This design comes from an exercise in tuning for small area and a short achievable clock period on the open sky130 flow, not from production work.
RTL that was checked went through simulation tests only; none was proved equivalent to the original.
The flow treats the clock pin as an ideal source, which a real chip does not have.

Design ring_rx_check, start of the top module:
module ring_rx_check (
    input  wire        clk,
    input  wire        rst,           
    input  wire        col_valid,     
    input  wire [39:0] col_code,      
    input  wire        los,           
    output reg         v_valid,       
    output reg  [3:0]  v_reason,      
    output reg  [9:0]  v_len,         
    output wire [95:0] v_hdr,         
    output reg  [15:0] cnt_good,
    output reg  [15:0] cnt_hcrc,
    output reg  [15:0] cnt_bad,
    output wire [63:0] cnt_cv         
);
    localparam [3:0] R_GOOD      = 4'd0;
    localparam [3:0] R_HCRC      = 4'd1;
    localparam [3:0] R_LL_BAD    = 4'd2;
    localparam [3:0] R_SHORT     = 4'd3;
    localparam [3:0] R_LONG      = 4'd4;
    localparam [3:0] R_UNALIGNED = 4'd5;
    localparam [3:0] R_TRAILER   = 4'd6;
    localparam [3:0] R_ENDBAD    = 4'd7;
    localparam [3:0] R_CONTROL   = 4'd8;
    localparam [3:0] R_LANEFAULT = 4'd9;
    localparam [7:0] K27_7 = 8'hFB;
    localparam [7:0] K29_7 = 8'hFD;
    localparam [7:0] K30_7 = 8'hFE;
    localparam [31:0] CRC32_RESIDUE = 32'hDEBB20E3;
    integer i, b;
    reg  [39:0] c1;
    reg         v1, f1, r1;
    always @(posedge clk) begin
  ...
==> flow/config.mk <==
export PLATFORM = sky130hd
export DESIGN_NAME = ring_rx_check
export DESIGN_NICKNAME = ring_rx_check
export VERILOG_FILES = /design/flow/design.v
export SDC_FILE = /design/flow/constraint.sdc
export NUM_CORES = 4
export LEC_CHECK = 0
export CAP_MARGIN = 20
export CORE_MARGIN = 2
export CORE_UTILIZATION = 60
export SLEW_MARGIN = 20
export SYNTH_MEMORY_MAX_BITS = 16384
==> flow/constraint.sdc <==
create_clock -name core_clock -period 11.0 [get_ports {clk}]
set_input_delay 2.2000 -clock core_clock [delete_from_list [all_inputs] [get_ports {clk}]]
set_output_delay 2.2000 -clock core_clock [all_outputs]
set_load 0.01 [all_outputs]
standard.sh (not shown) runs the stock make flow with config.mk's settings and CLKGATE_MAP_FILE= SYNTH_SCRIPT=/design/flow/synth_recipe.tcl, a recipe that flattens the netlist after the stock synthesis.
==> flow/flow/run.sh <==
#!/bin/bash
# The standard layout (standard.sh: the standard synthesis and ORFS steps,
# unchanged), with two settings changed for the make run:
#  - CTS_ARGS: ORFS's own clock_tree_synthesis arguments without the dummy
#    loads CTS adds to balance the tree.
# Every ORFS step writes its own log under orfs/logs; make's output goes to
# make.log here.
set -euo pipefail
bash standard.sh SETUP_SLACK_MARGIN=7.58 \
    "CTS_ARGS=-sink_clustering_enable -repair_clock_nets -dont_use_dummy_load" \
    "BUFFER_PORTS_ARGS=-buffer_cell sky130_fd_sc_hd__buf_1" \
    finish > make.log 2>&1
The baseline completed without violations.
Change:
--- a/flow/flow/run.sh
+++ b/flow/flow/run.sh
@@ -7,6 +7,7 @@
 # make.log here.
 set -euo pipefail
-bash standard.sh SETUP_SLACK_MARGIN=7.58 \
+bash standard.sh SETUP_SLACK_MARGIN=7.7 \
     "CTS_ARGS=-sink_clustering_enable -repair_clock_nets -dont_use_dummy_load" \
     "BUFFER_PORTS_ARGS=-buffer_cell sky130_fd_sc_hd__buf_1" \
+    RECOVER_POWER=100 \
     finish > make.log 2>&1
With this change the flow reached the layout checks and failed them: max-capacitance violations, max-slew violations.
Die area stays the same.
Utilization is higher by 2.5 points.
Routed wire length is higher by a few percent.

========
## run a
ring_rx_check, a different RTL version from the one above (not shown whole).
Size in the first run: about 2300 cells after synthesis, ~390 flip-flops.
Settings: LEC_CHECK=0, CAP_MARGIN=20, CORE_MARGIN=2, CORE_UTILIZATION=60, SLEW_MARGIN=20, SYNTH_MEMORY_MAX_BITS=16384; clock period 11.0 ns.
==> flow/flow/run.sh <==
#!/bin/bash
# Standard layout (the standard.sh, unchanged synthesis and steps), with
# repair_timing asked for a larger setup margin so that the paths with slack
# to spare at the design's period are optimised too.  Every step's log is
# kept by ORFS under orfs/logs; make's own output goes to make.log.
set -euo pipefail
bash standard.sh SETUP_SLACK_MARGIN=7.7 finish > make.log 2>&1
Run a finished all stages; the layout is clean.
Changes in run b relative to run a:
-- flow/flow/run.sh --
<<< run a, line 7
bash standard.sh SETUP_SLACK_MARGIN=7.7 finish > make.log 2>&1
>>> run b, line 7
bash standard.sh SETUP_SLACK_MARGIN=7.5 finish > make.log 2>&1
Notes after the runs:
- Fmax ended up 0.74% higher on run b than on run a.
- Count of clock-buffer cells in the layout, run b and run a: smaller value in run b
- Run b ended with every stage complete and zero timing, DRC or antenna violations.
- Worst slack at placement: higher on run b
- Looking at beginning of the critical path, the col_code[22] result is from run b; the crc16[15]$_DFFE_PP_ one comes from run a.
- Delta (run b minus run a): post-route clock period utilization now sits lower; final design utilization went down 4.0 points.
- [compare] base=run a new=run b: final cell count went down, global-route total usage across every layer went down, register area went down.
- Headroom to the max-slew limit: run b better than run a
No run of this note included a check of the RTL's function; only the layout flow was run.

what the ideal ports hide:
The flow's constraints put no driver on any port. The routed layouts listed below were extracted and timed again, unchanged, in two steps. Step 1 assumes that a clkbuf_16 drives the clock port and a buf_2 every other input. Step 2 times the ports against the registers' clock, not the clock port: input delays grow and output delays shrink by t, the midpoint of the rising clock arrivals with the driver on. a / b / c = ideal ports / drivers / drivers and shift; a / b = the first two.
| run | shift t [ns] | slack for setup (ns) | slew at the worst register clock pin (ns) | worst data-port slew with drivers (ns) |
|---|---|---|---|---|
| the first run of note 1 | 0.621 | 7.609 / 7.550 / 7.125 | 0.06 / 0.06 | 0.07 |
| the second run of note 1 | 0.622 | 4.762 / 4.789 / 4.167 | 0.06 / 0.06 | 0.07 |
| run a | 0.634 | 7.270 / 7.270 / 6.791 | 0.07 / 0.07 | 0.08 |
| run b | 0.615 | 7.297 / 7.283 / 6.667 | 0.07 / 0.07 | 0.07 |
The setup slack of run b, which loses most, moves by -0.014 ns with the drivers and by -0.630 ns with both steps.
